Context: an optimization exercise on an open-source flow, tuned for small area. The choices shown serve that exercise and are no tape-out recipe.
In this exercise RTL edits were held to simulation tests only and were not proved equivalent to the original.

==> flow/design.v (outline; a module is shown in full before it is edited, if it fits) <==
// module mxfp4_block_dot: 840 lines
module mxfp4_block_dot (
    input  wire         clk,
    input  wire         rst,
    input  wire         in_valid,
    input  wire         in_first,
    input  wire         in_last,
    input  wire [127:0] in_a,       
    input  wire [127:0] in_b,
    input  wire [7:0]   in_sa,      
    input  wire [7:0]   in_sb,      
    output reg          out_valid,
    output wire [31:0]  out_d
);
  // ...
==> flow/run.sh <==
#!/bin/bash
# synth_recipe.tcl (not shown) runs the flow's synth.tcl, then flattens the netlist and writes it again
# the make line also repeats each setting of config.mk as NAME=value (left out here)
make -C /OpenROAD-flow-scripts/flow DESIGN_CONFIG=/design/flow/config.mk WORK_HOME=/design/flow/orfs CLKGATE_MAP_FILE= SYNTH_SCRIPT=/design/flow/synth_recipe.tcl finish
==> flow/config.mk <==
export PLATFORM = sky130hd
export DESIGN_NAME = mxfp4_block_dot
export DESIGN_NICKNAME = mxfp4_block_dot
export VERILOG_FILES = /design/flow/design.v
export SDC_FILE = /design/flow/constraint.sdc
export NUM_CORES = 4
export LEC_CHECK = 0
export ABC_AREA = 1
export CAP_MARGIN = 20
export CORE_MARGIN = 2
export CORE_UTILIZATION = 40
export SLEW_MARGIN = 20
==> flow/constraint.sdc <==
create_clock -name core_clock -period 35.0 [get_ports {clk}]
set_input_delay 7.0000 -clock core_clock [delete_from_list [all_inputs] [get_ports {clk}]]
set_output_delay 7.0000 -clock core_clock [all_outputs]
set_load 0.01 [all_outputs]
==> reports/metrics.cfg, run 1 <==
[finish]
final_cells=5879
final_layout_size_suffix_gt1_share_pct=6.82
seq_share_pct=2.87
clock_area_share_pct=0.418
final_common_cell=nand2_1
nNetsFinal=5623
buffer_area_share_pct=12.4

[setup_path]
cp.depth=165
critPathSlowestCell=fa_2
startpoint=in_a[4]
critPathMaxStageDelay_ns=0.54
rr_endpoint=acc[22]
cp.required_ns=35.05
critical_path_class=in2reg

[timing]
setup_viol=0
fin_ws_ns=1.43
hold_viol_final=0
drv_slew=0

[clock_network]
htreeDepth=2

[synthesis]
yosysTopAreaCell=fa_1
synthSimpleGateAreaFrac_pct=31.2
yosys.area.top_type_share_pct=20.7
synthCells=4569
async_reset_ff_share_pct=0
syn_area_per_cell_um2=6.23
synth_cell_types=70
synth_area_mm2=0.0285

[routing]
ant_nets=0
num_vias=30369
drtPass1Iterations=6

[die]
die-area_mm2=0.0733
tapCellCount=940

[min_path]
holdCritStartpoint=acc[31]
hp-class=reg2reg

[status]
status=finished clean

==> inputs of run 2 (changes only) <==
==> flow/design.v (replaced) <==
module mxfp4_block_dot (
    input  wire         clk,
    input  wire         rst,
    input  wire         in_valid,
    input  wire         in_first,
    input  wire         in_last,
    input  wire [127:0] in_a,       
    input  wire [127:0] in_b,
    input  wire [7:0]   in_sa,      
    input  wire [7:0]   in_sb,      
    output reg          out_valid,
    output wire [31:0]  out_d
);
    function [7:0] pmag;
        input [2:0] a;
        input [2:0] b;
        reg na, nb, a0, a1, a2, b0, b1, b2, s0, s1, s2, s3, s4, m0, m1, m2, m3;
        begin
            na = a[2] | a[1];
            nb = b[2] | b[1];
            a0 = ~a[2];  a1 = a[2] & ~a[1];  a2 = a[2] & a[1];
            b0 = ~b[2];  b1 = b[2] & ~b[1];  b2 = b[2] & b[1];
            s0 = a0 & b0;
            s1 = (a0 & b1) | (a1 & b0);
            s2 = (a0 & b2) | (a1 & b1) | (a2 & b0);
            s3 = (a1 & b2) | (a2 & b1);
            s4 = a2 & b2;
            m0 = a[0] & b[0];
            m1 = (na & b[0]) ^ (a[0] & nb);
            m2 = na & nb & ~m0;
            m3 = na & nb & m0;
            pmag[0] = m0 & s0;
            pmag[1] = (m1 & s0) | (m0 & s1);
            pmag[2] = (m2 & s0) | (m1 & s1) | (m0 & s2);
            pmag[3] = (m3 & s0) | (m2 & s1) | (m1 & s2) | (m0 & s3);
            pmag[4] = (m3 & s1) | (m2 & s2) | (m1 & s3) | (m0 & s4);
            pmag[5] = (m3 & s2) | (m2 & s3) | (m1 & s4);
            pmag[6] = (m3 & s3) | (m2 & s4);
            pmag[7] = m3 & s4;
        end
    endfunction
    function [32:0] rca;
        input [31:0] a;
        input [31:0] b;
        input        ci;
        reg          c;
        integer      j;
        begin
            c = ci;
            for (j = 0; j < 32; j = j + 1) begin
                rca[j] = a[j] ^ b[j] ^ c;
                c = (a[j] & b[j]) | (a[j] & c) | (b[j] & c);
            end
            rca[32] = c;
        end
    endfunction
    wire [31:0] sg;
    assign sg[0] = in_a[3] ^ in_b[3];
    wire [7:0] q0 = pmag(in_a[2:0], in_b[2:0]) ^ {8{sg[0]}};
    assign sg[1] = in_a[7] ^ in_b[7];
    wire [7:0] q1 = pmag(in_a[6:4], in_b[6:4]) ^ {8{sg[1]}};
    assign sg[2] = in_a[11] ^ in_b[11];
    wire [7:0] q2 = pmag(in_a[10:8], in_b[10:8]) ^ {8{sg[2]}};
    assign sg[3] = in_a[15] ^ in_b[15];
    wire [7:0] q3 = pmag(in_a[14:12], in_b[14:12]) ^ {8{sg[3]}};
    assign sg[4] = in_a[19] ^ in_b[19];
    wire [7:0] q4 = pmag(in_a[18:16], in_b[18:16]) ^ {8{sg[4]}};
    assign sg[5] = in_a[23] ^ in_b[23];
    wire [7:0] q5 = pmag(in_a[22:20], in_b[22:20]) ^ {8{sg[5]}};
    assign sg[6] = in_a[27] ^ in_b[27];
    wire [7:0] q6 = pmag(in_a[26:24], in_b[26:24]) ^ {8{sg[6]}};
    assign sg[7] = in_a[31] ^ in_b[31];
    wire [7:0] q7 = pmag(in_a[30:28], in_b[30:28]) ^ {8{sg[7]}};
    assign sg[8] = in_a[35] ^ in_b[35];
    wire [7:0] q8 = pmag(in_a[34:32], in_b[34:32]) ^ {8{sg[8]}};
    assign sg[9] = in_a[39] ^ in_b[39];
    wire [7:0] q9 = pmag(in_a[38:36], in_b[38:36]) ^ {8{sg[9]}};
    assign sg[10] = in_a[43] ^ in_b[43];
    wire [7:0] q10 = pmag(in_a[42:40], in_b[42:40]) ^ {8{sg[10]}};
    assign sg[11] = in_a[47] ^ in_b[47];
    wire [7:0] q11 = pmag(in_a[46:44], in_b[46:44]) ^ {8{sg[11]}};
    assign sg[12] = in_a[51] ^ in_b[51];
    wire [7:0] q12 = pmag(in_a[50:48], in_b[50:48]) ^ {8{sg[12]}};
    assign sg[13] = in_a[55] ^ in_b[55];
    wire [7:0] q13 = pmag(in_a[54:52], in_b[54:52]) ^ {8{sg[13]}};
    assign sg[14] = in_a[59] ^ in_b[59];
    wire [7:0] q14 = pmag(in_a[58:56], in_b[58:56]) ^ {8{sg[14]}};
    assign sg[15] = in_a[63] ^ in_b[63];
    wire [7:0] q15 = pmag(in_a[62:60], in_b[62:60]) ^ {8{sg[15]}};
    assign sg[16] = in_a[67] ^ in_b[67];
    wire [7:0] q16 = pmag(in_a[66:64], in_b[66:64]) ^ {8{sg[16]}};
    assign sg[17] = in_a[71] ^ in_b[71];
    wire [7:0] q17 = pmag(in_a[70:68], in_b[70:68]) ^ {8{sg[17]}};
    assign sg[18] = in_a[75] ^ in_b[75];
    wire [7:0] q18 = pmag(in_a[74:72], in_b[74:72]) ^ {8{sg[18]}};
    assign sg[19] = in_a[79] ^ in_b[79];
    wire [7:0] q19 = pmag(in_a[78:76], in_b[78:76]) ^ {8{sg[19]}};
    assign sg[20] = in_a[83] ^ in_b[83];
    wire [7:0] q20 = pmag(in_a[82:80], in_b[82:80]) ^ {8{sg[20]}};
    assign sg[21] = in_a[87] ^ in_b[87];
    wire [7:0] q21 = pmag(in_a[86:84], in_b[86:84]) ^ {8{sg[21]}};
    assign sg[22] = in_a[91] ^ in_b[91];
    wire [7:0] q22 = pmag(in_a[90:88], in_b[90:88]) ^ {8{sg[22]}};
    assign sg[23] = in_a[95] ^ in_b[95];
    wire [7:0] q23 = pmag(in_a[94:92], in_b[94:92]) ^ {8{sg[23]}};
    assign sg[24] = in_a[99] ^ in_b[99];
    wire [7:0] q24 = pmag(in_a[98:96], in_b[98:96]) ^ {8{sg[24]}};
    assign sg[25] = in_a[103] ^ in_b[103];
    wire [7:0] q25 = pmag(in_a[102:100], in_b[102:100]) ^ {8{sg[25]}};
    assign sg[26] = in_a[107] ^ in_b[107];
    wire [7:0] q26 = pmag(in_a[106:104], in_b[106:104]) ^ {8{sg[26]}};
    assign sg[27] = in_a[111] ^ in_b[111];
    wire [7:0] q27 = pmag(in_a[110:108], in_b[110:108]) ^ {8{sg[27]}};
    assign sg[28] = in_a[115] ^ in_b[115];
    wire [7:0] q28 = pmag(in_a[114:112], in_b[114:112]) ^ {8{sg[28]}};
    assign sg[29] = in_a[119] ^ in_b[119];
    wire [7:0] q29 = pmag(in_a[118:116], in_b[118:116]) ^ {8{sg[29]}};
    assign sg[30] = in_a[123] ^ in_b[123];
    wire [7:0] q30 = pmag(in_a[122:120], in_b[122:120]) ^ {8{sg[30]}};
    assign sg[31] = in_a[127] ^ in_b[127];
    wire [7:0] q31 = pmag(in_a[126:124], in_b[126:124]) ^ {8{sg[31]}};
    wire [13:0] blk_sum;
    wire ts1 = sg[0] ^ sg[1] ^ sg[2];
    wire tc2 = (sg[0] & sg[1]) | (sg[0] & sg[2]) | (sg[1] & sg[2]);
    wire ts3 = sg[3] ^ sg[4] ^ sg[5];
    wire tc4 = (sg[3] & sg[4]) | (sg[3] & sg[5]) | (sg[4] & sg[5]);
    wire ts5 = ts1 ^ ts3 ^ sg[6];
    wire tc6 = (ts1 & ts3) | (ts1 & sg[6]) | (ts3 & sg[6]);
    wire ts7 = sg[7] ^ sg[8] ^ sg[9];
    wire tc8 = (sg[7] & sg[8]) | (sg[7] & sg[9]) | (sg[8] & sg[9]);
    wire ts9 = sg[10] ^ sg[11] ^ sg[12];
    wire tc10 = (sg[10] & sg[11]) | (sg[10] & sg[12]) | (sg[11] & sg[12]);
    wire ts11 = sg[13] ^ sg[14] ^ sg[15];
    wire tc12 = (sg[13] & sg[14]) | (sg[13] & sg[15]) | (sg[14] & sg[15]);
    wire ts13 = sg[16] ^ sg[17];
    wire tc14 = sg[16] & sg[17];
    wire ts15 = ts5 ^ ts7 ^ ts9;
    wire tc16 = (ts5 & ts7) | (ts5 & ts9) | (ts7 & ts9);
    wire ts17 = ts11 ^ ts13 ^ sg[18];
    wire tc18 = (ts11 & ts13) | (ts11 & sg[18]) | (ts13 & sg[18]);
    wire ts19 = sg[19] ^ sg[20] ^ sg[21];
    wire tc20 = (sg[19] & sg[20]) | (sg[19] & sg[21]) | (sg[20] & sg[21]);
    wire ts21 = ts15 ^ ts17 ^ ts19;
    wire tc22 = (ts15 & ts17) | (ts15 & ts19) | (ts17 & ts19);
    wire ts23 = sg[22] ^ sg[23] ^ sg[24];
    wire tc24 = (sg[22] & sg[23]) | (sg[22] & sg[24]) | (sg[23] & sg[24]);
    wire ts25 = tc2 ^ tc4 ^ tc6;
    wire tc26 = (tc2 & tc4) | (tc2 & tc6) | (tc4 & tc6);
    wire ts27 = tc8 ^ tc10;
    wire tc28 = tc8 & tc10;
    wire ts29 = ts21 ^ ts23 ^ sg[25];
    wire tc30 = (ts21 & ts23) | (ts21 & sg[25]) | (ts23 & sg[25]);
    wire ts31 = sg[26] ^ sg[27];
    wire tc32 = sg[26] & sg[27];
    wire ts33 = ts25 ^ ts27 ^ tc12;
    wire tc34 = (ts25 & ts27) | (ts25 & tc12) | (ts27 & tc12);
    wire ts35 = tc14 ^ tc16 ^ tc18;
    wire tc36 = (tc14 & tc16) | (tc14 & tc18) | (tc16 & tc18);
    wire ts37 = tc20 ^ tc22;
    wire tc38 = tc20 & tc22;
    wire ts39 = ts29 ^ ts31 ^ sg[28];
    wire tc40 = (ts29 & ts31) | (ts29 & sg[28]) | (ts31 & sg[28]);
    wire ts41 = ts33 ^ ts35 ^ ts37;
    wire tc42 = (ts33 & ts35) | (ts33 & ts37) | (ts35 & ts37);
    wire ts43 = tc24 ^ tc30;
    wire tc44 = tc24 & tc30;
    wire ts45 = tc26 ^ tc28 ^ tc34;
    wire tc46 = (tc26 & tc28) | (tc26 & tc34) | (tc28 & tc34);
    wire ts47 = tc36 ^ tc38;
    wire tc48 = tc36 & tc38;
    wire ts49 = ts39 ^ sg[29];
    wire tc50 = ts39 & sg[29];
    wire ts51 = ts41 ^ ts43 ^ tc32;
    wire tc52 = (ts41 & ts43) | (ts41 & tc32) | (ts43 & tc32);
    wire ts53 = ts45 ^ ts47 ^ tc42;
    wire tc54 = (ts45 & ts47) | (ts45 & tc42) | (ts47 & tc42);
    wire ts55 = ts49 ^ sg[30];
    wire tc56 = ts49 & sg[30];
    wire ts57 = ts51 ^ tc40 ^ tc50;
    wire tc58 = (ts51 & tc40) | (ts51 & tc50) | (tc40 & tc50);
    wire ts59 = ts53 ^ tc44 ^ tc52;
    wire tc60 = (ts53 & tc44) | (ts53 & tc52) | (tc44 & tc52);
    wire ts61 = tc46 ^ tc48 ^ tc54;
    wire tc62 = (tc46 & tc48) | (tc46 & tc54) | (tc48 & tc54);
    wire ts63 = ts55 ^ sg[31];
    wire tc64 = ts55 & sg[31];
    wire ts65 = ts57 ^ tc56 ^ tc64;
    wire tc66 = (ts57 & tc56) | (ts57 & tc64) | (tc56 & tc64);
    wire ts67 = ts59 ^ tc58 ^ tc66;
    wire tc68 = (ts59 & tc58) | (ts59 & tc66) | (tc58 & tc66);
    wire ts69 = ts61 ^ tc60 ^ tc68;
    wire tc70 = (ts61 & tc60) | (ts61 & tc68) | (tc60 & tc68);
    wire ts71 = tc62 ^ tc70;
    wire tc72 = tc62 & tc70;
    wire [5:0] nneg = {tc72, ts71, ts69, ts67, ts65, ts63};
    wire ts73 = q0[0] ^ q1[0] ^ q2[0];
    wire tc74 = (q0[0] & q1[0]) | (q0[0] & q2[0]) | (q1[0] & q2[0]);
    wire ts75 = q3[0] ^ q4[0] ^ q5[0];
    wire tc76 = (q3[0] & q4[0]) | (q3[0] & q5[0]) | (q4[0] & q5[0]);
    wire ts77 = q6[0] ^ q7[0];
    wire tc78 = q6[0] & q7[0];
    wire ts79 = q0[1] ^ q1[1] ^ q2[1];
    wire tc80 = (q0[1] & q1[1]) | (q0[1] & q2[1]) | (q1[1] & q2[1]);
    wire ts81 = q3[1] ^ q4[1] ^ q5[1];
    wire tc82 = (q3[1] & q4[1]) | (q3[1] & q5[1]) | (q4[1] & q5[1]);
    wire ts83 = q6[1] ^ q7[1] ^ q8[1];
    wire tc84 = (q6[1] & q7[1]) | (q6[1] & q8[1]) | (q7[1] & q8[1]);
    wire ts85 = q9[1] ^ q10[1] ^ q11[1];
    wire tc86 = (q9[1] & q10[1]) | (q9[1] & q11[1]) | (q10[1] & q11[1]);
    wire ts87 = q0[2] ^ q1[2] ^ q2[2];
    wire tc88 = (q0[2] & q1[2]) | (q0[2] & q2[2]) | (q1[2] & q2[2]);
    wire ts89 = q3[2] ^ q4[2] ^ q5[2];
    wire tc90 = (q3[2] & q4[2]) | (q3[2] & q5[2]) | (q4[2] & q5[2]);
    wire ts91 = q6[2] ^ q7[2] ^ q8[2];
    wire tc92 = (q6[2] & q7[2]) | (q6[2] & q8[2]) | (q7[2] & q8[2]);
    wire ts93 = q9[2] ^ q10[2] ^ q11[2];
    wire tc94 = (q9[2] & q10[2]) | (q9[2] & q11[2]) | (q10[2] & q11[2]);
    wire ts95 = q12[2] ^ q13[2];
    wire tc96 = q12[2] & q13[2];
    wire ts97 = q0[3] ^ q1[3] ^ q2[3];
    wire tc98 = (q0[3] & q1[3]) | (q0[3] & q2[3]) | (q1[3] & q2[3]);
    wire ts99 = q3[3] ^ q4[3] ^ q5[3];
    wire tc100 = (q3[3] & q4[3]) | (q3[3] & q5[3]) | (q4[3] & q5[3]);
    wire ts101 = q6[3] ^ q7[3] ^ q8[3];
    wire tc102 = (q6[3] & q7[3]) | (q6[3] & q8[3]) | (q7[3] & q8[3]);
    wire ts103 = q9[3] ^ q10[3] ^ q11[3];
    wire tc104 = (q9[3] & q10[3]) | (q9[3] & q11[3]) | (q10[3] & q11[3]);
    wire ts105 = q12[3] ^ q13[3] ^ q14[3];
    wire tc106 = (q12[3] & q13[3]) | (q12[3] & q14[3]) | (q13[3] & q14[3]);
    wire ts107 = q0[4] ^ q1[4] ^ q2[4];
    wire tc108 = (q0[4] & q1[4]) | (q0[4] & q2[4]) | (q1[4] & q2[4]);
    wire ts109 = q3[4] ^ q4[4] ^ q5[4];
    wire tc110 = (q3[4] & q4[4]) | (q3[4] & q5[4]) | (q4[4] & q5[4]);
    wire ts111 = q6[4] ^ q7[4] ^ q8[4];
    wire tc112 = (q6[4] & q7[4]) | (q6[4] & q8[4]) | (q7[4] & q8[4]);
    wire ts113 = q9[4] ^ q10[4] ^ q11[4];
    wire tc114 = (q9[4] & q10[4]) | (q9[4] & q11[4]) | (q10[4] & q11[4]);
    wire ts115 = q12[4] ^ q13[4] ^ q14[4];
    wire tc116 = (q12[4] & q13[4]) | (q12[4] & q14[4]) | (q13[4] & q14[4]);
    wire ts117 = q0[5] ^ q1[5] ^ q2[5];
    wire tc118 = (q0[5] & q1[5]) | (q0[5] & q2[5]) | (q1[5] & q2[5]);
    wire ts119 = q3[5] ^ q4[5] ^ q5[5];
    wire tc120 = (q3[5] & q4[5]) | (q3[5] & q5[5]) | (q4[5] & q5[5]);
    wire ts121 = q6[5] ^ q7[5] ^ q8[5];
    wire tc122 = (q6[5] & q7[5]) | (q6[5] & q8[5]) | (q7[5] & q8[5]);
    wire ts123 = q9[5] ^ q10[5] ^ q11[5];
    wire tc124 = (q9[5] & q10[5]) | (q9[5] & q11[5]) | (q10[5] & q11[5]);
    wire ts125 = q12[5] ^ q13[5] ^ q14[5];
    wire tc126 = (q12[5] & q13[5]) | (q12[5] & q14[5]) | (q13[5] & q14[5]);
    wire ts127 = q0[6] ^ q1[6] ^ q2[6];
    wire tc128 = (q0[6] & q1[6]) | (q0[6] & q2[6]) | (q1[6] & q2[6]);
    wire ts129 = q3[6] ^ q4[6] ^ q5[6];
    wire tc130 = (q3[6] & q4[6]) | (q3[6] & q5[6]) | (q4[6] & q5[6]);
    wire ts131 = q6[6] ^ q7[6] ^ q8[6];
    wire tc132 = (q6[6] & q7[6]) | (q6[6] & q8[6]) | (q7[6] & q8[6]);
    wire ts133 = q9[6] ^ q10[6] ^ q11[6];
    wire tc134 = (q9[6] & q10[6]) | (q9[6] & q11[6]) | (q10[6] & q11[6]);
    wire ts135 = q12[6] ^ q13[6];
    wire tc136 = q12[6] & q13[6];
    wire ts137 = q0[7] ^ q1[7] ^ q2[7];
    wire tc138 = (q0[7] & q1[7]) | (q0[7] & q2[7]) | (q1[7] & q2[7]);
    wire ts139 = q3[7] ^ q4[7] ^ q5[7];
    wire tc140 = (q3[7] & q4[7]) | (q3[7] & q5[7]) | (q4[7] & q5[7]);
    wire ts141 = q6[7] ^ q7[7] ^ q8[7];
    wire tc142 = (q6[7] & q7[7]) | (q6[7] & q8[7]) | (q7[7] & q8[7]);
    wire ts143 = q9[7] ^ q10[7] ^ q11[7];
    wire tc144 = (q9[7] & q10[7]) | (q9[7] & q11[7]) | (q10[7] & q11[7]);
    wire ts145 = q12[7] ^ q13[7];
    wire tc146 = q12[7] & q13[7];
    wire ts147 = ts73 ^ ts75 ^ ts77;
    wire tc148 = (ts73 & ts75) | (ts73 & ts77) | (ts75 & ts77);
    wire ts149 = q8[0] ^ q9[0] ^ q10[0];
    wire tc150 = (q8[0] & q9[0]) | (q8[0] & q10[0]) | (q9[0] & q10[0]);
    wire ts151 = q11[0] ^ q12[0] ^ q13[0];
    wire tc152 = (q11[0] & q12[0]) | (q11[0] & q13[0]) | (q12[0] & q13[0]);
    wire ts153 = q14[0] ^ q15[0] ^ q16[0];
    wire tc154 = (q14[0] & q15[0]) | (q14[0] & q16[0]) | (q15[0] & q16[0]);
    wire ts155 = q17[0] ^ q18[0];
    wire tc156 = q17[0] & q18[0];
    wire ts157 = ts79 ^ ts81 ^ ts83;
    wire tc158 = (ts79 & ts81) | (ts79 & ts83) | (ts81 & ts83);
    wire ts159 = ts85 ^ q12[1] ^ q13[1];
    wire tc160 = (ts85 & q12[1]) | (ts85 & q13[1]) | (q12[1] & q13[1]);
    wire ts161 = q14[1] ^ q15[1] ^ q16[1];
    wire tc162 = (q14[1] & q15[1]) | (q14[1] & q16[1]) | (q15[1] & q16[1]);
    wire ts163 = q17[1] ^ q18[1] ^ q19[1];
    wire tc164 = (q17[1] & q18[1]) | (q17[1] & q19[1]) | (q18[1] & q19[1]);
    wire ts165 = q20[1] ^ q21[1] ^ q22[1];
    wire tc166 = (q20[1] & q21[1]) | (q20[1] & q22[1]) | (q21[1] & q22[1]);
    wire ts167 = q23[1] ^ q24[1] ^ q25[1];
    wire tc168 = (q23[1] & q24[1]) | (q23[1] & q25[1]) | (q24[1] & q25[1]);
    wire ts169 = q26[1] ^ q27[1] ^ q28[1];
    wire tc170 = (q26[1] & q27[1]) | (q26[1] & q28[1]) | (q27[1] & q28[1]);
    wire ts171 = ts87 ^ ts89 ^ ts91;
    wire tc172 = (ts87 & ts89) | (ts87 & ts91) | (ts89 & ts91);
    wire ts173 = ts93 ^ ts95 ^ q14[2];
    wire tc174 = (ts93 & ts95) | (ts93 & q14[2]) | (ts95 & q14[2]);
    wire ts175 = q15[2] ^ q16[2] ^ q17[2];
    wire tc176 = (q15[2] & q16[2]) | (q15[2] & q17[2]) | (q16[2] & q17[2]);
    wire ts177 = q18[2] ^ q19[2] ^ q20[2];
    wire tc178 = (q18[2] & q19[2]) | (q18[2] & q20[2]) | (q19[2] & q20[2]);
    wire ts179 = q21[2] ^ q22[2] ^ q23[2];
    wire tc180 = (q21[2] & q22[2]) | (q21[2] & q23[2]) | (q22[2] & q23[2]);
    wire ts181 = q24[2] ^ q25[2] ^ q26[2];
    wire tc182 = (q24[2] & q25[2]) | (q24[2] & q26[2]) | (q25[2] & q26[2]);
    wire ts183 = q27[2] ^ q28[2] ^ q29[2];
    wire tc184 = (q27[2] & q28[2]) | (q27[2] & q29[2]) | (q28[2] & q29[2]);
    wire ts185 = q30[2] ^ q31[2] ^ nneg[2];
    wire tc186 = (q30[2] & q31[2]) | (q30[2] & nneg[2]) | (q31[2] & nneg[2]);
    wire ts187 = ts97 ^ ts99 ^ ts101;
    wire tc188 = (ts97 & ts99) | (ts97 & ts101) | (ts99 & ts101);
    wire ts189 = ts103 ^ ts105 ^ q15[3];
    wire tc190 = (ts103 & ts105) | (ts103 & q15[3]) | (ts105 & q15[3]);
    wire ts191 = q16[3] ^ q17[3] ^ q18[3];
    wire tc192 = (q16[3] & q17[3]) | (q16[3] & q18[3]) | (q17[3] & q18[3]);
    wire ts193 = q19[3] ^ q20[3] ^ q21[3];
    wire tc194 = (q19[3] & q20[3]) | (q19[3] & q21[3]) | (q20[3] & q21[3]);
    wire ts195 = q22[3] ^ q23[3] ^ q24[3];
    wire tc196 = (q22[3] & q23[3]) | (q22[3] & q24[3]) | (q23[3] & q24[3]);
    wire ts197 = q25[3] ^ q26[3] ^ q27[3];
    wire tc198 = (q25[3] & q26[3]) | (q25[3] & q27[3]) | (q26[3] & q27[3]);
    wire ts199 = q28[3] ^ q29[3] ^ q30[3];
    wire tc200 = (q28[3] & q29[3]) | (q28[3] & q30[3]) | (q29[3] & q30[3]);
    wire ts201 = q31[3] ^ nneg[3] ^ tc88;
    wire tc202 = (q31[3] & nneg[3]) | (q31[3] & tc88) | (nneg[3] & tc88);
    wire ts203 = tc90 ^ tc92;
    wire tc204 = tc90 & tc92;
    wire ts205 = ts107 ^ ts109 ^ ts111;
    wire tc206 = (ts107 & ts109) | (ts107 & ts111) | (ts109 & ts111);
    wire ts207 = ts113 ^ ts115 ^ q15[4];
    wire tc208 = (ts113 & ts115) | (ts113 & q15[4]) | (ts115 & q15[4]);
    wire ts209 = q16[4] ^ q17[4] ^ q18[4];
    wire tc210 = (q16[4] & q17[4]) | (q16[4] & q18[4]) | (q17[4] & q18[4]);
    wire ts211 = q19[4] ^ q20[4] ^ q21[4];
    wire tc212 = (q19[4] & q20[4]) | (q19[4] & q21[4]) | (q20[4] & q21[4]);
    wire ts213 = q22[4] ^ q23[4] ^ q24[4];
    wire tc214 = (q22[4] & q23[4]) | (q22[4] & q24[4]) | (q23[4] & q24[4]);
    wire ts215 = q25[4] ^ q26[4] ^ q27[4];
    wire tc216 = (q25[4] & q26[4]) | (q25[4] & q27[4]) | (q26[4] & q27[4]);
    wire ts217 = q28[4] ^ q29[4] ^ q30[4];
    wire tc218 = (q28[4] & q29[4]) | (q28[4] & q30[4]) | (q29[4] & q30[4]);
    wire ts219 = q31[4] ^ nneg[4] ^ tc98;
    wire tc220 = (q31[4] & nneg[4]) | (q31[4] & tc98) | (nneg[4] & tc98);
    wire ts221 = tc100 ^ tc102 ^ tc104;
    wire tc222 = (tc100 & tc102) | (tc100 & tc104) | (tc102 & tc104);
    wire ts223 = ts117 ^ ts119 ^ ts121;
    wire tc224 = (ts117 & ts119) | (ts117 & ts121) | (ts119 & ts121);
    wire ts225 = ts123 ^ ts125 ^ q15[5];
    wire tc226 = (ts123 & ts125) | (ts123 & q15[5]) | (ts125 & q15[5]);
    wire ts227 = q16[5] ^ q17[5] ^ q18[5];
    wire tc228 = (q16[5] & q17[5]) | (q16[5] & q18[5]) | (q17[5] & q18[5]);
    wire ts229 = q19[5] ^ q20[5] ^ q21[5];
    wire tc230 = (q19[5] & q20[5]) | (q19[5] & q21[5]) | (q20[5] & q21[5]);
    wire ts231 = q22[5] ^ q23[5] ^ q24[5];
    wire tc232 = (q22[5] & q23[5]) | (q22[5] & q24[5]) | (q23[5] & q24[5]);
    wire ts233 = q25[5] ^ q26[5] ^ q27[5];
    wire tc234 = (q25[5] & q26[5]) | (q25[5] & q27[5]) | (q26[5] & q27[5]);
    wire ts235 = q28[5] ^ q29[5] ^ q30[5];
    wire tc236 = (q28[5] & q29[5]) | (q28[5] & q30[5]) | (q29[5] & q30[5]);
    wire ts237 = q31[5] ^ nneg[5] ^ tc108;
    wire tc238 = (q31[5] & nneg[5]) | (q31[5] & tc108) | (nneg[5] & tc108);
    wire ts239 = tc110 ^ tc112 ^ tc114;
    wire tc240 = (tc110 & tc112) | (tc110 & tc114) | (tc112 & tc114);
    wire ts241 = ts127 ^ ts129 ^ ts131;
    wire tc242 = (ts127 & ts129) | (ts127 & ts131) | (ts129 & ts131);
    wire ts243 = ts133 ^ ts135 ^ q14[6];
    wire tc244 = (ts133 & ts135) | (ts133 & q14[6]) | (ts135 & q14[6]);
    wire ts245 = q15[6] ^ q16[6] ^ q17[6];
    wire tc246 = (q15[6] & q16[6]) | (q15[6] & q17[6]) | (q16[6] & q17[6]);
    wire ts247 = q18[6] ^ q19[6] ^ q20[6];
    wire tc248 = (q18[6] & q19[6]) | (q18[6] & q20[6]) | (q19[6] & q20[6]);
    wire ts249 = q21[6] ^ q22[6] ^ q23[6];
    wire tc250 = (q21[6] & q22[6]) | (q21[6] & q23[6]) | (q22[6] & q23[6]);
    wire ts251 = q24[6] ^ q25[6] ^ q26[6];
    wire tc252 = (q24[6] & q25[6]) | (q24[6] & q26[6]) | (q25[6] & q26[6]);
    wire ts253 = q27[6] ^ q28[6] ^ q29[6];
    wire tc254 = (q27[6] & q28[6]) | (q27[6] & q29[6]) | (q28[6] & q29[6]);
    wire ts255 = q30[6] ^ q31[6] ^ tc118;
    wire tc256 = (q30[6] & q31[6]) | (q30[6] & tc118) | (q31[6] & tc118);
    wire ts257 = tc120 ^ tc122 ^ tc124;
    wire tc258 = (tc120 & tc122) | (tc120 & tc124) | (tc122 & tc124);
    wire ts259 = ts137 ^ ts139 ^ ts141;
    wire tc260 = (ts137 & ts139) | (ts137 & ts141) | (ts139 & ts141);
    wire ts261 = ts143 ^ ts145 ^ q14[7];
    wire tc262 = (ts143 & ts145) | (ts143 & q14[7]) | (ts145 & q14[7]);
    wire ts263 = q15[7] ^ q16[7] ^ q17[7];
    wire tc264 = (q15[7] & q16[7]) | (q15[7] & q17[7]) | (q16[7] & q17[7]);
    wire ts265 = q18[7] ^ q19[7] ^ q20[7];
    wire tc266 = (q18[7] & q19[7]) | (q18[7] & q20[7]) | (q19[7] & q20[7]);
    wire ts267 = q21[7] ^ q22[7] ^ q23[7];
    wire tc268 = (q21[7] & q22[7]) | (q21[7] & q23[7]) | (q22[7] & q23[7]);
    wire ts269 = q24[7] ^ q25[7] ^ q26[7];
    wire tc270 = (q24[7] & q25[7]) | (q24[7] & q26[7]) | (q25[7] & q26[7]);
    wire ts271 = q27[7] ^ q28[7] ^ q29[7];
    wire tc272 = (q27[7] & q28[7]) | (q27[7] & q29[7]) | (q28[7] & q29[7]);
    wire ts273 = q30[7] ^ q31[7] ^ tc128;
    wire tc274 = (q30[7] & q31[7]) | (q30[7] & tc128) | (q31[7] & tc128);
    wire ts275 = tc130 ^ tc132 ^ tc134;
    wire tc276 = (tc130 & tc132) | (tc130 & tc134) | (tc132 & tc134);
    wire ts277 = ts147 ^ ts149 ^ ts151;
    wire tc278 = (ts147 & ts149) | (ts147 & ts151) | (ts149 & ts151);
    wire ts279 = ts153 ^ ts155 ^ q19[0];
    wire tc280 = (ts153 & ts155) | (ts153 & q19[0]) | (ts155 & q19[0]);
    wire ts281 = q20[0] ^ q21[0] ^ q22[0];
    wire tc282 = (q20[0] & q21[0]) | (q20[0] & q22[0]) | (q21[0] & q22[0]);
    wire ts283 = ts157 ^ ts159 ^ ts161;
    wire tc284 = (ts157 & ts159) | (ts157 & ts161) | (ts159 & ts161);
    wire ts285 = ts163 ^ ts165 ^ ts167;
    wire tc286 = (ts163 & ts165) | (ts163 & ts167) | (ts165 & ts167);
    wire ts287 = ts169 ^ q29[1] ^ q30[1];
    wire tc288 = (ts169 & q29[1]) | (ts169 & q30[1]) | (q29[1] & q30[1]);
    wire ts289 = q31[1] ^ nneg[1] ^ tc74;
    wire tc290 = (q31[1] & nneg[1]) | (q31[1] & tc74) | (nneg[1] & tc74);
    wire ts291 = tc76 ^ tc78;
    wire tc292 = tc76 & tc78;
    wire ts293 = ts171 ^ ts173 ^ ts175;
    wire tc294 = (ts171 & ts173) | (ts171 & ts175) | (ts173 & ts175);
    wire ts295 = ts177 ^ ts179 ^ ts181;
    wire tc296 = (ts177 & ts179) | (ts177 & ts181) | (ts179 & ts181);
    wire ts297 = ts183 ^ ts185 ^ tc80;
    wire tc298 = (ts183 & ts185) | (ts183 & tc80) | (ts185 & tc80);
    wire ts299 = tc82 ^ tc84 ^ tc86;
    wire tc300 = (tc82 & tc84) | (tc82 & tc86) | (tc84 & tc86);
    wire ts301 = tc158 ^ tc160 ^ tc162;
    wire tc302 = (tc158 & tc160) | (tc158 & tc162) | (tc160 & tc162);
    wire ts303 = tc164 ^ tc166;
    wire tc304 = tc164 & tc166;
    wire ts305 = ts187 ^ ts189 ^ ts191;
    wire tc306 = (ts187 & ts189) | (ts187 & ts191) | (ts189 & ts191);
    wire ts307 = ts193 ^ ts195 ^ ts197;
    wire tc308 = (ts193 & ts195) | (ts193 & ts197) | (ts195 & ts197);
    wire ts309 = ts199 ^ ts201 ^ ts203;
    wire tc310 = (ts199 & ts201) | (ts199 & ts203) | (ts201 & ts203);
    wire ts311 = tc94 ^ tc96 ^ tc172;
    wire tc312 = (tc94 & tc96) | (tc94 & tc172) | (tc96 & tc172);
    wire ts313 = tc174 ^ tc176 ^ tc178;
    wire tc314 = (tc174 & tc176) | (tc174 & tc178) | (tc176 & tc178);
    wire ts315 = tc180 ^ tc182 ^ tc184;
    wire tc316 = (tc180 & tc182) | (tc180 & tc184) | (tc182 & tc184);
    wire ts317 = ts205 ^ ts207 ^ ts209;
    wire tc318 = (ts205 & ts207) | (ts205 & ts209) | (ts207 & ts209);
    wire ts319 = ts211 ^ ts213 ^ ts215;
    wire tc320 = (ts211 & ts213) | (ts211 & ts215) | (ts213 & ts215);
    wire ts321 = ts217 ^ ts219 ^ ts221;
    wire tc322 = (ts217 & ts219) | (ts217 & ts221) | (ts219 & ts221);
    wire ts323 = tc106 ^ tc188 ^ tc190;
    wire tc324 = (tc106 & tc188) | (tc106 & tc190) | (tc188 & tc190);
    wire ts325 = tc192 ^ tc194 ^ tc196;
    wire tc326 = (tc192 & tc194) | (tc192 & tc196) | (tc194 & tc196);
    wire ts327 = tc198 ^ tc200 ^ tc202;
    wire tc328 = (tc198 & tc200) | (tc198 & tc202) | (tc200 & tc202);
    wire ts329 = ts223 ^ ts225 ^ ts227;
    wire tc330 = (ts223 & ts225) | (ts223 & ts227) | (ts225 & ts227);
    wire ts331 = ts229 ^ ts231 ^ ts233;
    wire tc332 = (ts229 & ts231) | (ts229 & ts233) | (ts231 & ts233);
    wire ts333 = ts235 ^ ts237 ^ ts239;
    wire tc334 = (ts235 & ts237) | (ts235 & ts239) | (ts237 & ts239);
    wire ts335 = tc116 ^ tc206 ^ tc208;
    wire tc336 = (tc116 & tc206) | (tc116 & tc208) | (tc206 & tc208);
    wire ts337 = tc210 ^ tc212 ^ tc214;
    wire tc338 = (tc210 & tc212) | (tc210 & tc214) | (tc212 & tc214);
    wire ts339 = tc216 ^ tc218 ^ tc220;
    wire tc340 = (tc216 & tc218) | (tc216 & tc220) | (tc218 & tc220);
    wire ts341 = ts241 ^ ts243 ^ ts245;
    wire tc342 = (ts241 & ts243) | (ts241 & ts245) | (ts243 & ts245);
    wire ts343 = ts247 ^ ts249 ^ ts251;
    wire tc344 = (ts247 & ts249) | (ts247 & ts251) | (ts249 & ts251);
    wire ts345 = ts253 ^ ts255 ^ ts257;
    wire tc346 = (ts253 & ts255) | (ts253 & ts257) | (ts255 & ts257);
    wire ts347 = tc126 ^ tc224 ^ tc226;
    wire tc348 = (tc126 & tc224) | (tc126 & tc226) | (tc224 & tc226);
    wire ts349 = tc228 ^ tc230 ^ tc232;
    wire tc350 = (tc228 & tc230) | (tc228 & tc232) | (tc230 & tc232);
    wire ts351 = tc234 ^ tc236 ^ tc238;
    wire tc352 = (tc234 & tc236) | (tc234 & tc238) | (tc236 & tc238);
    wire ts353 = ts259 ^ ts261 ^ ts263;
    wire tc354 = (ts259 & ts261) | (ts259 & ts263) | (ts261 & ts263);
    wire ts355 = ts265 ^ ts267 ^ ts269;
    wire tc356 = (ts265 & ts267) | (ts265 & ts269) | (ts267 & ts269);
    wire ts357 = ts271 ^ ts273 ^ ts275;
    wire tc358 = (ts271 & ts273) | (ts271 & ts275) | (ts273 & ts275);
    wire ts359 = tc136 ^ tc242 ^ tc244;
    wire tc360 = (tc136 & tc242) | (tc136 & tc244) | (tc242 & tc244);
    wire ts361 = tc246 ^ tc248 ^ tc250;
    wire tc362 = (tc246 & tc248) | (tc246 & tc250) | (tc248 & tc250);
    wire ts363 = tc252 ^ tc254 ^ tc256;
    wire tc364 = (tc252 & tc254) | (tc252 & tc256) | (tc254 & tc256);
    wire ts365 = ~nneg[0] ^ 1'b1 ^ tc138;
    wire tc366 = (~nneg[0] & 1'b1) | (~nneg[0] & tc138) | (1'b1 & tc138);
    wire ts367 = tc140 ^ tc142 ^ tc144;
    wire tc368 = (tc140 & tc142) | (tc140 & tc144) | (tc142 & tc144);
    wire ts369 = tc146 ^ tc260 ^ tc262;
    wire tc370 = (tc146 & tc260) | (tc146 & tc262) | (tc260 & tc262);
    wire ts371 = tc264 ^ tc266 ^ tc268;
    wire tc372 = (tc264 & tc266) | (tc264 & tc268) | (tc266 & tc268);
    wire ts373 = tc270 ^ tc272;
    wire tc374 = tc270 & tc272;
    wire ts375 = ts277 ^ ts279 ^ ts281;
    wire tc376 = (ts277 & ts279) | (ts277 & ts281) | (ts279 & ts281);
    wire ts377 = q23[0] ^ q24[0] ^ q25[0];
    wire tc378 = (q23[0] & q24[0]) | (q23[0] & q25[0]) | (q24[0] & q25[0]);
    wire ts379 = ts283 ^ ts285 ^ ts287;
    wire tc380 = (ts283 & ts285) | (ts283 & ts287) | (ts285 & ts287);
    wire ts381 = ts289 ^ ts291 ^ tc148;
    wire tc382 = (ts289 & ts291) | (ts289 & tc148) | (ts291 & tc148);
    wire ts383 = tc150 ^ tc152 ^ tc154;
    wire tc384 = (tc150 & tc152) | (tc150 & tc154) | (tc152 & tc154);
    wire ts385 = ts293 ^ ts295 ^ ts297;
    wire tc386 = (ts293 & ts295) | (ts293 & ts297) | (ts295 & ts297);
    wire ts387 = ts299 ^ ts301 ^ ts303;
    wire tc388 = (ts299 & ts301) | (ts299 & ts303) | (ts301 & ts303);
    wire ts389 = tc168 ^ tc170 ^ tc284;
    wire tc390 = (tc168 & tc170) | (tc168 & tc284) | (tc170 & tc284);
    wire ts391 = tc286 ^ tc288;
    wire tc392 = tc286 & tc288;
    wire ts393 = ts305 ^ ts307 ^ ts309;
    wire tc394 = (ts305 & ts307) | (ts305 & ts309) | (ts307 & ts309);
    wire ts395 = ts311 ^ ts313 ^ ts315;
    wire tc396 = (ts311 & ts313) | (ts311 & ts315) | (ts313 & ts315);
    wire ts397 = tc186 ^ tc294 ^ tc296;
    wire tc398 = (tc186 & tc294) | (tc186 & tc296) | (tc294 & tc296);
    wire ts399 = tc298 ^ tc300 ^ tc302;
    wire tc400 = (tc298 & tc300) | (tc298 & tc302) | (tc300 & tc302);
    wire ts401 = ts317 ^ ts319 ^ ts321;
    wire tc402 = (ts317 & ts319) | (ts317 & ts321) | (ts319 & ts321);
    wire ts403 = ts323 ^ ts325 ^ ts327;
    wire tc404 = (ts323 & ts325) | (ts323 & ts327) | (ts325 & ts327);
    wire ts405 = tc204 ^ tc306 ^ tc308;
    wire tc406 = (tc204 & tc306) | (tc204 & tc308) | (tc306 & tc308);
    wire ts407 = tc310 ^ tc312 ^ tc314;
    wire tc408 = (tc310 & tc312) | (tc310 & tc314) | (tc312 & tc314);
    wire ts409 = ts329 ^ ts331 ^ ts333;
    wire tc410 = (ts329 & ts331) | (ts329 & ts333) | (ts331 & ts333);
    wire ts411 = ts335 ^ ts337 ^ ts339;
    wire tc412 = (ts335 & ts337) | (ts335 & ts339) | (ts337 & ts339);
    wire ts413 = tc222 ^ tc318 ^ tc320;
    wire tc414 = (tc222 & tc318) | (tc222 & tc320) | (tc318 & tc320);
    wire ts415 = tc322 ^ tc324 ^ tc326;
    wire tc416 = (tc322 & tc324) | (tc322 & tc326) | (tc324 & tc326);
    wire ts417 = ts341 ^ ts343 ^ ts345;
    wire tc418 = (ts341 & ts343) | (ts341 & ts345) | (ts343 & ts345);
    wire ts419 = ts347 ^ ts349 ^ ts351;
    wire tc420 = (ts347 & ts349) | (ts347 & ts351) | (ts349 & ts351);
    wire ts421 = tc240 ^ tc330 ^ tc332;
    wire tc422 = (tc240 & tc330) | (tc240 & tc332) | (tc330 & tc332);
    wire ts423 = tc334 ^ tc336 ^ tc338;
    wire tc424 = (tc334 & tc336) | (tc334 & tc338) | (tc336 & tc338);
    wire ts425 = ts353 ^ ts355 ^ ts357;
    wire tc426 = (ts353 & ts355) | (ts353 & ts357) | (ts355 & ts357);
    wire ts427 = ts359 ^ ts361 ^ ts363;
    wire tc428 = (ts359 & ts361) | (ts359 & ts363) | (ts361 & ts363);
    wire ts429 = tc258 ^ tc342 ^ tc344;
    wire tc430 = (tc258 & tc342) | (tc258 & tc344) | (tc342 & tc344);
    wire ts431 = tc346 ^ tc348 ^ tc350;
    wire tc432 = (tc346 & tc348) | (tc346 & tc350) | (tc348 & tc350);
    wire ts433 = ts365 ^ ts367 ^ ts369;
    wire tc434 = (ts365 & ts367) | (ts365 & ts369) | (ts367 & ts369);
    wire ts435 = ts371 ^ ts373 ^ tc274;
    wire tc436 = (ts371 & ts373) | (ts371 & tc274) | (ts373 & tc274);
    wire ts437 = tc276 ^ tc354 ^ tc356;
    wire tc438 = (tc276 & tc354) | (tc276 & tc356) | (tc354 & tc356);
    wire ts439 = tc358 ^ tc360 ^ tc362;
    wire tc440 = (tc358 & tc360) | (tc358 & tc362) | (tc360 & tc362);
    wire ts441 = ~nneg[1] ^ tc366;
    wire tc442 = ~nneg[1] & tc366;
    wire ts443 = ts375 ^ ts377 ^ q26[0];
    wire tc444 = (ts375 & ts377) | (ts375 & q26[0]) | (ts377 & q26[0]);
    wire ts445 = q27[0] ^ q28[0];
    wire tc446 = q27[0] & q28[0];
    wire ts447 = ts379 ^ ts381 ^ ts383;
    wire tc448 = (ts379 & ts381) | (ts379 & ts383) | (ts381 & ts383);
    wire ts449 = tc156 ^ tc278 ^ tc280;
    wire tc450 = (tc156 & tc278) | (tc156 & tc280) | (tc278 & tc280);
    wire ts451 = tc282 ^ tc376;
    wire tc452 = tc282 & tc376;
    wire ts453 = ts385 ^ ts387 ^ ts389;
    wire tc454 = (ts385 & ts387) | (ts385 & ts389) | (ts387 & ts389);
    wire ts455 = ts391 ^ tc290 ^ tc292;
    wire tc456 = (ts391 & tc290) | (ts391 & tc292) | (tc290 & tc292);
    wire ts457 = tc380 ^ tc382 ^ tc384;
    wire tc458 = (tc380 & tc382) | (tc380 & tc384) | (tc382 & tc384);
    wire ts459 = ts393 ^ ts395 ^ ts397;
    wire tc460 = (ts393 & ts395) | (ts393 & ts397) | (ts395 & ts397);
    wire ts461 = ts399 ^ tc304 ^ tc386;
    wire tc462 = (ts399 & tc304) | (ts399 & tc386) | (tc304 & tc386);
    wire ts463 = tc388 ^ tc390 ^ tc392;
    wire tc464 = (tc388 & tc390) | (tc388 & tc392) | (tc390 & tc392);
    wire ts465 = ts401 ^ ts403 ^ ts405;
    wire tc466 = (ts401 & ts403) | (ts401 & ts405) | (ts403 & ts405);
    wire ts467 = ts407 ^ tc316 ^ tc394;
    wire tc468 = (ts407 & tc316) | (ts407 & tc394) | (tc316 & tc394);
    wire ts469 = tc396 ^ tc398 ^ tc400;
    wire tc470 = (tc396 & tc398) | (tc396 & tc400) | (tc398 & tc400);
    wire ts471 = ts409 ^ ts411 ^ ts413;
    wire tc472 = (ts409 & ts411) | (ts409 & ts413) | (ts411 & ts413);
    wire ts473 = ts415 ^ tc328 ^ tc402;
    wire tc474 = (ts415 & tc328) | (ts415 & tc402) | (tc328 & tc402);
    wire ts475 = tc404 ^ tc406 ^ tc408;
    wire tc476 = (tc404 & tc406) | (tc404 & tc408) | (tc406 & tc408);
    wire ts477 = ts417 ^ ts419 ^ ts421;
    wire tc478 = (ts417 & ts419) | (ts417 & ts421) | (ts419 & ts421);
    wire ts479 = ts423 ^ tc340 ^ tc410;
    wire tc480 = (ts423 & tc340) | (ts423 & tc410) | (tc340 & tc410);
    wire ts481 = tc412 ^ tc414 ^ tc416;
    wire tc482 = (tc412 & tc414) | (tc412 & tc416) | (tc414 & tc416);
    wire ts483 = ts425 ^ ts427 ^ ts429;
    wire tc484 = (ts425 & ts427) | (ts425 & ts429) | (ts427 & ts429);
    wire ts485 = ts431 ^ tc352 ^ tc418;
    wire tc486 = (ts431 & tc352) | (ts431 & tc418) | (tc352 & tc418);
    wire ts487 = tc420 ^ tc422 ^ tc424;
    wire tc488 = (tc420 & tc422) | (tc420 & tc424) | (tc422 & tc424);
    wire ts489 = ts433 ^ ts435 ^ ts437;
    wire tc490 = (ts433 & ts435) | (ts433 & ts437) | (ts435 & ts437);
    wire ts491 = ts439 ^ tc364 ^ tc426;
    wire tc492 = (ts439 & tc364) | (ts439 & tc426) | (tc364 & tc426);
    wire ts493 = tc428 ^ tc430 ^ tc432;
    wire tc494 = (tc428 & tc430) | (tc428 & tc432) | (tc430 & tc432);
    wire ts495 = ts441 ^ tc368 ^ tc370;
    wire tc496 = (ts441 & tc368) | (ts441 & tc370) | (tc368 & tc370);
    wire ts497 = tc372 ^ tc374 ^ tc434;
    wire tc498 = (tc372 & tc374) | (tc372 & tc434) | (tc374 & tc434);
    wire ts499 = tc436 ^ tc438 ^ tc440;
    wire tc500 = (tc436 & tc438) | (tc436 & tc440) | (tc438 & tc440);
    wire ts501 = ts443 ^ ts445 ^ q29[0];
    wire tc502 = (ts443 & ts445) | (ts443 & q29[0]) | (ts445 & q29[0]);
    wire ts503 = ts447 ^ ts449 ^ ts451;
    wire tc504 = (ts447 & ts449) | (ts447 & ts451) | (ts449 & ts451);
    wire ts505 = tc378 ^ tc444;
    wire tc506 = tc378 & tc444;
    wire ts507 = ts453 ^ ts455 ^ ts457;
    wire tc508 = (ts453 & ts455) | (ts453 & ts457) | (ts455 & ts457);
    wire ts509 = tc448 ^ tc450 ^ tc452;
    wire tc510 = (tc448 & tc450) | (tc448 & tc452) | (tc450 & tc452);
    wire ts511 = ts459 ^ ts461 ^ ts463;
    wire tc512 = (ts459 & ts461) | (ts459 & ts463) | (ts461 & ts463);
    wire ts513 = tc454 ^ tc456 ^ tc458;
    wire tc514 = (tc454 & tc456) | (tc454 & tc458) | (tc456 & tc458);
    wire ts515 = ts465 ^ ts467 ^ ts469;
    wire tc516 = (ts465 & ts467) | (ts465 & ts469) | (ts467 & ts469);
    wire ts517 = tc460 ^ tc462 ^ tc464;
    wire tc518 = (tc460 & tc462) | (tc460 & tc464) | (tc462 & tc464);
    wire ts519 = ts471 ^ ts473 ^ ts475;
    wire tc520 = (ts471 & ts473) | (ts471 & ts475) | (ts473 & ts475);
    wire ts521 = tc466 ^ tc468 ^ tc470;
    wire tc522 = (tc466 & tc468) | (tc466 & tc470) | (tc468 & tc470);
    wire ts523 = ts477 ^ ts479 ^ ts481;
    wire tc524 = (ts477 & ts479) | (ts477 & ts481) | (ts479 & ts481);
    wire ts525 = tc472 ^ tc474 ^ tc476;
    wire tc526 = (tc472 & tc474) | (tc472 & tc476) | (tc474 & tc476);
    wire ts527 = ts483 ^ ts485 ^ ts487;
    wire tc528 = (ts483 & ts485) | (ts483 & ts487) | (ts485 & ts487);
    wire ts529 = tc478 ^ tc480 ^ tc482;
    wire tc530 = (tc478 & tc480) | (tc478 & tc482) | (tc480 & tc482);
    wire ts531 = ts489 ^ ts491 ^ ts493;
    wire tc532 = (ts489 & ts491) | (ts489 & ts493) | (ts491 & ts493);
    wire ts533 = tc484 ^ tc486 ^ tc488;
    wire tc534 = (tc484 & tc486) | (tc484 & tc488) | (tc486 & tc488);
    wire ts535 = ts495 ^ ts497 ^ ts499;
    wire tc536 = (ts495 & ts497) | (ts495 & ts499) | (ts497 & ts499);
    wire ts537 = tc490 ^ tc492 ^ tc494;
    wire tc538 = (tc490 & tc492) | (tc490 & tc494) | (tc492 & tc494);
    wire ts539 = ~nneg[2] ^ tc442 ^ tc496;
    wire tc540 = (~nneg[2] & tc442) | (~nneg[2] & tc496) | (tc442 & tc496);
    wire ts541 = tc498 ^ tc500;
    wire tc542 = tc498 & tc500;
    wire ts543 = ts501 ^ q30[0];
    wire tc544 = ts501 & q30[0];
    wire ts545 = ts503 ^ ts505 ^ tc446;
    wire tc546 = (ts503 & ts505) | (ts503 & tc446) | (ts505 & tc446);
    wire ts547 = ts507 ^ ts509 ^ tc504;
    wire tc548 = (ts507 & ts509) | (ts507 & tc504) | (ts509 & tc504);
    wire ts549 = ts511 ^ ts513 ^ tc508;
    wire tc550 = (ts511 & ts513) | (ts511 & tc508) | (ts513 & tc508);
    wire ts551 = ts515 ^ ts517 ^ tc512;
    wire tc552 = (ts515 & ts517) | (ts515 & tc512) | (ts517 & tc512);
    wire ts553 = ts519 ^ ts521 ^ tc516;
    wire tc554 = (ts519 & ts521) | (ts519 & tc516) | (ts521 & tc516);
    wire ts555 = ts523 ^ ts525 ^ tc520;
    wire tc556 = (ts523 & ts525) | (ts523 & tc520) | (ts525 & tc520);
    wire ts557 = ts527 ^ ts529 ^ tc524;
    wire tc558 = (ts527 & ts529) | (ts527 & tc524) | (ts529 & tc524);
    wire ts559 = ts531 ^ ts533 ^ tc528;
    wire tc560 = (ts531 & ts533) | (ts531 & tc528) | (ts533 & tc528);
    wire ts561 = ts535 ^ ts537 ^ tc532;
    wire tc562 = (ts535 & ts537) | (ts535 & tc532) | (ts537 & tc532);
    wire ts563 = ts539 ^ ts541 ^ tc536;
    wire tc564 = (ts539 & ts541) | (ts539 & tc536) | (ts541 & tc536);
    wire ts565 = ~nneg[3] ^ tc540;
    wire tc566 = ~nneg[3] & tc540;
    wire ts567 = ts543 ^ q31[0];
    wire tc568 = ts543 & q31[0];
    wire ts569 = ts545 ^ tc502 ^ tc544;
    wire tc570 = (ts545 & tc502) | (ts545 & tc544) | (tc502 & tc544);
    wire ts571 = ts547 ^ tc506 ^ tc546;
    wire tc572 = (ts547 & tc506) | (ts547 & tc546) | (tc506 & tc546);
    wire ts573 = ts549 ^ tc510 ^ tc548;
    wire tc574 = (ts549 & tc510) | (ts549 & tc548) | (tc510 & tc548);
    wire ts575 = ts551 ^ tc514 ^ tc550;
    wire tc576 = (ts551 & tc514) | (ts551 & tc550) | (tc514 & tc550);
    wire ts577 = ts553 ^ tc518 ^ tc552;
    wire tc578 = (ts553 & tc518) | (ts553 & tc552) | (tc518 & tc552);
    wire ts579 = ts555 ^ tc522 ^ tc554;
    wire tc580 = (ts555 & tc522) | (ts555 & tc554) | (tc522 & tc554);
    wire ts581 = ts557 ^ tc526 ^ tc556;
    wire tc582 = (ts557 & tc526) | (ts557 & tc556) | (tc526 & tc556);
    wire ts583 = ts559 ^ tc530 ^ tc558;
    wire tc584 = (ts559 & tc530) | (ts559 & tc558) | (tc530 & tc558);
    wire ts585 = ts561 ^ tc534 ^ tc560;
    wire tc586 = (ts561 & tc534) | (ts561 & tc560) | (tc534 & tc560);
    wire ts587 = ts563 ^ tc538 ^ tc562;
    wire tc588 = (ts563 & tc538) | (ts563 & tc562) | (tc538 & tc562);
    wire ts589 = ts565 ^ tc542 ^ tc564;
    wire tc590 = (ts565 & tc542) | (ts565 & tc564) | (tc542 & tc564);
    wire ts591 = ~nneg[4] ^ tc566;
    wire tc592 = ~nneg[4] & tc566;
    wire ts593 = ts567 ^ nneg[0];
    wire tc594 = ts567 & nneg[0];
    wire ts595 = ts569 ^ tc568 ^ tc594;
    wire tc596 = (ts569 & tc568) | (ts569 & tc594) | (tc568 & tc594);
    wire ts597 = ts571 ^ tc570 ^ tc596;
    wire tc598 = (ts571 & tc570) | (ts571 & tc596) | (tc570 & tc596);
    wire ts599 = ts573 ^ tc572 ^ tc598;
    wire tc600 = (ts573 & tc572) | (ts573 & tc598) | (tc572 & tc598);
    wire ts601 = ts575 ^ tc574 ^ tc600;
    wire tc602 = (ts575 & tc574) | (ts575 & tc600) | (tc574 & tc600);
    wire ts603 = ts577 ^ tc576 ^ tc602;
    wire tc604 = (ts577 & tc576) | (ts577 & tc602) | (tc576 & tc602);
    wire ts605 = ts579 ^ tc578 ^ tc604;
    wire tc606 = (ts579 & tc578) | (ts579 & tc604) | (tc578 & tc604);
    wire ts607 = ts581 ^ tc580 ^ tc606;
    wire tc608 = (ts581 & tc580) | (ts581 & tc606) | (tc580 & tc606);
    wire ts609 = ts583 ^ tc582 ^ tc608;
    wire tc610 = (ts583 & tc582) | (ts583 & tc608) | (tc582 & tc608);
    wire ts611 = ts585 ^ tc584 ^ tc610;
    wire tc612 = (ts585 & tc584) | (ts585 & tc610) | (tc584 & tc610);
    wire ts613 = ts587 ^ tc586 ^ tc612;
    wire tc614 = (ts587 & tc586) | (ts587 & tc612) | (tc586 & tc612);
    wire ts615 = ts589 ^ tc588 ^ tc614;
    wire tc616 = (ts589 & tc588) | (ts589 & tc614) | (tc588 & tc614);
    wire ts617 = ts591 ^ tc590 ^ tc616;
    wire tc618 = (ts591 & tc590) | (ts591 & tc616) | (tc590 & tc616);
    wire ts619 = ~nneg[5] ^ tc592 ^ tc618;
    assign blk_sum = {ts619, ts617, ts615, ts613, ts611, ts609, ts607, ts605, ts603, ts601, ts599, ts597, ts595, ts593};
    integer i;
    wire        sB0   = blk_sum[13];
    wire        zB0   = ~|blk_sum;
    wire [32:0] mbu_r = rca({19'd0, blk_sum[12:0] ^ {13{sB0}}}, 32'd0, sB0);
    wire [12:0] MBu   = mbu_r[12:0];
    reg  [3:0]  lzb;
    always @(*) begin
        lzb = 4'd13;
        for (i = 0; i < 13; i = i + 1)
            if (MBu[i]) lzb = 4'd12 - i[3:0];
    end
    wire [12:0] MBn0  = MBu << lzb;
    wire [32:0] es_r  = rca({24'd0, in_sa}, {24'd0, in_sb}, 1'b0);
    wire [32:0] tl_r  = rca({23'd0, es_r[8:0]}, {28'hFFFFFFF, ~lzb}, 1'b1);
    wire [32:0] tb_r  = rca(tl_r[31:0], {22'h3FFFFF, 10'h38B}, 1'b0);
    reg         s1_valid, s1_first, s1_last, s1_nan, sB, zeroB;
    reg  [11:0] MBf;
    reg  [9:0]  tb;
    always @(posedge clk) begin
        if (rst)
            s1_valid <= 1'b0;
        else
            s1_valid <= in_valid;
        s1_first <= in_first;
        s1_last  <= in_last;
        s1_nan   <= (&in_sa) | (&in_sb);
        sB       <= sB0;
        zeroB    <= zB0;
        MBf      <= MBn0[11:0];
        tb       <= tb_r[9:0];
    end
    wire [12:0] MBn = {~zeroB, MBf};
    reg  [31:0] acc;
    wire [31:0] a_op  = s1_first ? 32'd0 : acc;
    wire        sA    = a_op[31];
    wire [7:0]  ea    = a_op[30:23];
    wire        a_nrm = |ea;
    wire        a_inf = &ea;
    wire [23:0] MA    = {a_nrm, a_op[22:0]};
    wire [7:0]  ta    = {ea[7:1], ea[0] | ~a_nrm};    
    wire        a_nan = &a_op[30:22];
    wire [32:0] d_r  = rca({24'd0, ta}, {{22{~tb[9]}}, ~tb}, 1'b0);
    wire [10:0] D    = d_r[10:0];
    wire        Dneg = D[10];
    wire        eq   = &D;
    wire [32:0] c_r  = rca({19'd0, MBn}, {19'd0, ~MA[23:11]}, 1'b0);
    wire        bgt  = c_r[13];                           
    wire        bigA = ~Dneg | (eq & ~bgt) | zeroB | a_inf;
    wire [10:0] shx  = D ^ {11{Dneg}};
    wire        sat  = a_inf | (|shx[10:5]);
    wire [23:0] big  = bigA ? MA : {MBn, 11'd0};
    wire [26:0] sm0  = ~bigA ? {MA, 3'd0} : Dneg ? {MBn, 14'd0} : {1'b0, MBn, 13'd0};
    wire [26:0] sm1 = shx[0] ? {1'd0,  sm0[26:2],  |sm0[1:0]}  : sm0;
    wire [26:0] sm2 = shx[1] ? {2'd0,  sm1[26:3],  |sm1[2:0]}  : sm1;
    wire [26:0] sm3 = shx[2] ? {4'd0,  sm2[26:5],  |sm2[4:0]}  : sm2;
    wire [26:0] sm4 = shx[3] ? {8'd0,  sm3[26:9],  |sm3[8:0]}  : sm3;
    wire [26:0] sm5 = shx[4] ? {16'd0, sm4[26:17], |sm4[16:0]} : sm4;
    wire [26:0] sal = sat ? {26'd0, |sm0} : sm5;
    wire        sub  = sA ^ sB;
    wire        sbig = bigA ? sA : sB;
    wire [32:0] r_r  = rca({5'd0, big, 3'd0}, {4'd0, {1'b0, sal} ^ {28{sub}}}, sub);
    wire        neg  = sub & r_r[27];
    wire [27:0] V    = r_r[27:0] ^ {28{neg}};
    reg  [4:0]  L0;
    always @(*) begin
        L0 = 5'd28;
        for (i = 0; i < 28; i = i + 1)
            if (V[i]) L0 = 5'd27 - i[4:0];
    end
    wire        zeroV = ~|V;
    wire [9:0]  tbig  = bigA ? {2'd0, ta} : tb;
    wire [32:0] l_r   = rca({22'd0, tbig}, {27'h7FFFFFF, ~L0}, 1'b0);
    wire        tlt   = l_r[10];                          
    wire [4:0]  Lp    = tlt ? tbig[4:0] : L0;
    wire [27:0] N     = V << Lp;
    wire        inc_pos = N[3] & (N[2] | N[1] | N[0] | N[4]);
    wire        n21     = N[2] & N[1];
    wire        inc_neg = (N[3] & n21) | ((N[3] ^ n21) & (~n21 | N[4]));
    wire        inc     = neg ? inc_neg : inc_pos;
    wire [32:0] m_r     = rca({8'd0, N[27:4]}, 32'd0, inc);
    wire [24:0] mant    = m_r[24:0];
    wire [32:0] e_r     = rca({22'd0, tbig}, {27'h7FFFFFF, ~Lp}, 1'b1);
    wire [32:0] x_r     = rca({22'd0, e_r[9:0]}, {30'd0, mant[24:23]}, 1'b0);
    wire [9:0]  ex      = x_r[9:0];
    wire        ovf     = ((|ex[9:8]) | (&ex[7:0])) & ~zeroV;
    wire        nanf  = s1_nan | a_nan;
    wire        frc   = ovf | a_inf | nanf;
    wire        zres  = ~|mant;
    wire        sgn   = (a_inf ? sA : (sbig ^ neg) & ~zres) & ~nanf;
    wire [31:0] res   = frc ? {sgn, 8'hFF, nanf, 22'd0}
                            : {sgn, zeroV ? 8'd0 : ex[7:0], mant[22:0]};
    always @(posedge clk) begin
        if (rst)
            out_valid <= 1'b0;
        else
            out_valid <= s1_valid & s1_last;
        if (s1_valid)
            acc <= res;
    end
    assign out_d = acc;
endmodule
==> flow/config.mk (replaced) <==
export PLATFORM = sky130hd
export DESIGN_NAME = mxfp4_block_dot
export DESIGN_NICKNAME = mxfp4_block_dot
export VERILOG_FILES = /design/flow/design.v
export SDC_FILE = /design/flow/constraint.sdc
export NUM_CORES = 4
export LEC_CHECK = 0
export ABC_AREA = 1
export CAP_MARGIN = 10
export CORE_MARGIN = 2
export CORE_UTILIZATION = 55
export SLEW_MARGIN = 10
==> run 2 against run 1 <==
Net effect:
- still clean on timing, DRC and antenna
- sequential share of layout area is 2.2 points higher
- setup slack better by 4.8 ns
- count of clock-buffer cells in the layout rose by 4
- critical path depth decreased by 16
- flip-flop and latch count up 28
- first-iteration DRC count is 15% lower
- worst hold slack got worse by 0.38 ns
- core utilization increased by 16 points
- critical path type is now reg2reg
- highest routed layer unchanged
==> reports/metrics.cfg, run 2 <==
[synthesis]
yosys.area.top_type_share_pct=24.9  ; was 20.7%
async_reset_ff_share_pct=0  ; unchanged
synth-seq-cells=61  ; was 33
syn_area_per_cell_um2=6.60  ; was 6.23 um2
synth_cell_types=55  ; was 70
synth_edf_count=32  ; unchanged
yosysTopAreaCell=fa_1  ; unchanged
synthCells=3961  ; was 4569
synth_commonest_cells=nand2_1 (996), inv_1 (852), fa_1 (325)  ; was nand2_1 (1199), inv_1 (832), nand3_1 (408)
synth_area_mm2=0.0261  ; was 0.0285 mm2

[timing]
hold_viol_final=0  ; unchanged
setup_tns_ns=0  ; unchanged
post-route-min-period_ns=28.82  ; was 33.57 ns
fmax_mhz=34.7  ; was 29.8 MHz
setup_viol=0  ; unchanged
fin_ws_ns=6.18  ; was 1.43 ns
slew_headroom_pct=30.2  ; was 40.8%
drv_slew=0  ; unchanged
rsz0062_at_grt=false
min_period_over_period_pct=82.3  ; was 95.9%

[die]
rows=79  ; was 97
initial_utilization_pct=55.9  ; was 40.5%
die-area_mm2=0.0493  ; was 0.0733 mm2
die_w_um=222  ; was 271 um

[setup_path]
crit_family=adder cells  ; unchanged
cp.required_ns=35.09  ; was 35.05 ns
worst_setup_path_end_kind=flop  ; unchanged
path_common_cell=ha_1  ; was nand2_1
critPathSlowestCell=nand3_1  ; was fa_2
critical_path_class=reg2reg  ; was in2reg
worstPathArrival_ns=28.90  ; was 33.62 ns
critPathMaxStageDelay_ns=0.74  ; was 0.54 ns

[routing]
wire_per_inst_um=16.0  ; was 17.1 um
viasPerCell=5.30  ; was 5.17
top_layer=met5  ; unchanged
num_vias=25735  ; was 30369
ant_nets=0  ; unchanged
drtPass1Iterations=5  ; was 6

[global_route]
grt_max_degree=68  ; was 34
grt_overflow_total=0  ; unchanged
grt_pass1_wl_um=124000  ; was 157000 um
grt_pass1_vias=24106  ; was 28612
track_usage_pct=31.3  ; was 26.6%

[status]
status=finished clean  ; unchanged

[finish]
area_growth_pct=15.6  ; was 19.9%
final_cells=4860  ; was 5879
final_common_cell=nand2_1  ; unchanged
final_cell_mix=nand2_1 (996), inv_1 (852), fa_1 (325)  ; was nand2_1 (1185), inv_1 (827), nand3_1 (399)
fillers=4424  ; was 7330
antenna_cells=0  ; unchanged
top_register=acc  ; unchanged
nNetsFinal=4951  ; was 5623
final_layout_size_suffix_gt1_share_pct=2.28  ; was 6.82%

[placed_design]
dpl.hpwl_um=68100  ; was 88300 um
dp.cells=4844  ; was 5834
postPlaceCellArea_mm2=0.0299  ; was 0.0330 mm2

[min_path]
hp-class=reg2reg  ; unchanged

[clock_network]
post_cts_resized=0  ; was 4
htreeDepth=3  ; was 2
cts_root_buf=clkbuf_16  ; unchanged
clock_latency_ns=0.35  ; was 0.30 ns
numClockSinks=61  ; was 33

[flow_run]
max_cap_violations=0  ; unchanged

==> run 2: logic make-up (layout without fill, tap and decap cells) <==
group                    after synthesis  in the layout  synth area share (%)
multiplexers                           8              8                 0.311
XOR/XNOR                             379            379                  12.8
AND/OR/NAND/NOR                     1525           1525                  23.4
flip-flops                            61             61                  5.90
buffers and inverters                927           1219                  13.7
adder cells (fa/ha/maj)              426            426                  29.7
AO/OA/AOI/OAI                        635            635                  14.1
==> run 2: area by class of cell <==
cell class / count / area [um2] / share of cell area [%]
Clock buffer: 9 / 225 / 0.745
Clock inverter: 7 / 95.1 / 0.315
Inverter: 859 / 3230 / 10.7
Multi-Input combinational cell: 2973 / 21000 / 69.5
Sequential cell: 61 / 1540 / 5.10
Tap cell: 607 / 759 / 2.51
Timing Repair Buffer: 344 / 3360 / 11.1
==> run 2: worst paths after layout <==
| check | startpoint | endpoint | slack (ns) | cells after the start |
|---|---|---|---|---|
| max | s1_first | acc[23] | 6.18 | 149 |
| min | s1_last | out_valid | 0.43 | 2 |
| max reg2reg | s1_first | acc[23] | 6.18 | 149 |
| min reg2reg | s1_last | out_valid | 0.43 | 2 |
==> run 2: metal layers <==
metal | GRT usage [%] | vias to the layer above
met5 | 0 | -
li1 | - | 12876
met2 | 48.7 | 899
met4 | 6.12 | 4
met3 | 4.19 | 76
met1 | 46.6 | 11880
==> run 2: stage by stage <==
stage	hold WS (ns)	util, %
2_1_floorplan	0.395	-
3_3_place_gp	0.407	63.9
3_5_place_dp	0.426	63.9
4_1_cts	0.432	64.6
5_1_grt	0.463	64.6
6_report	0.426	64.6
==> run 2: worst reg2reg max path, delay by kind of cell (launching register included) <==
kind                     cells  cell delay (ns)
AND/OR/NAND/NOR             52             5.42
adder cells (fa/ha/maj)     71            17.63
buffers and inverters       15             2.93
flip-flops                   1             0.39
XOR/XNOR                     1             0.33
AO/OA/AOI/OAI               10             1.90

==> static timing again, ports no longer ideal <==
How much do the figures lean on ideal ports? The routed layouts below were timed once more, with nothing changed but the port constraints. Step 1 sets driving cells, clkbuf_16 on the clock port and buf_2 on the other inputs (assumed; they add their load-dependent delay and slew). Step 2 times the ports against the registers' clock, not the clock port: input delays grow and output delays shrink by t, the midpoint of the rising clock arrivals with the driver on. Slacks: ideal ports / drivers / drivers and shift; pairs: ideal ports / drivers.
| run | t, ns | setup slack, ns | worst setup path at the end | slew at the worst register clock pin (ns) | worst data-port slew with drivers (ns) |
|---|---|---|---|---|---|
| run 1 | 0.333 | 1.431 / 1.439 / 1.106 | input to register | 0.07 / 0.07 | 0.08 |
| run 2 | 0.381 | 6.182 / 6.182 / 6.182 | register to register | 0.06 / 0.06 | 0.08 |
After both steps setup and hold are still met in every run listed. The setup slack of run 1, which loses most, moves by +0.008 ns with the drivers and by -0.325 ns with both steps.
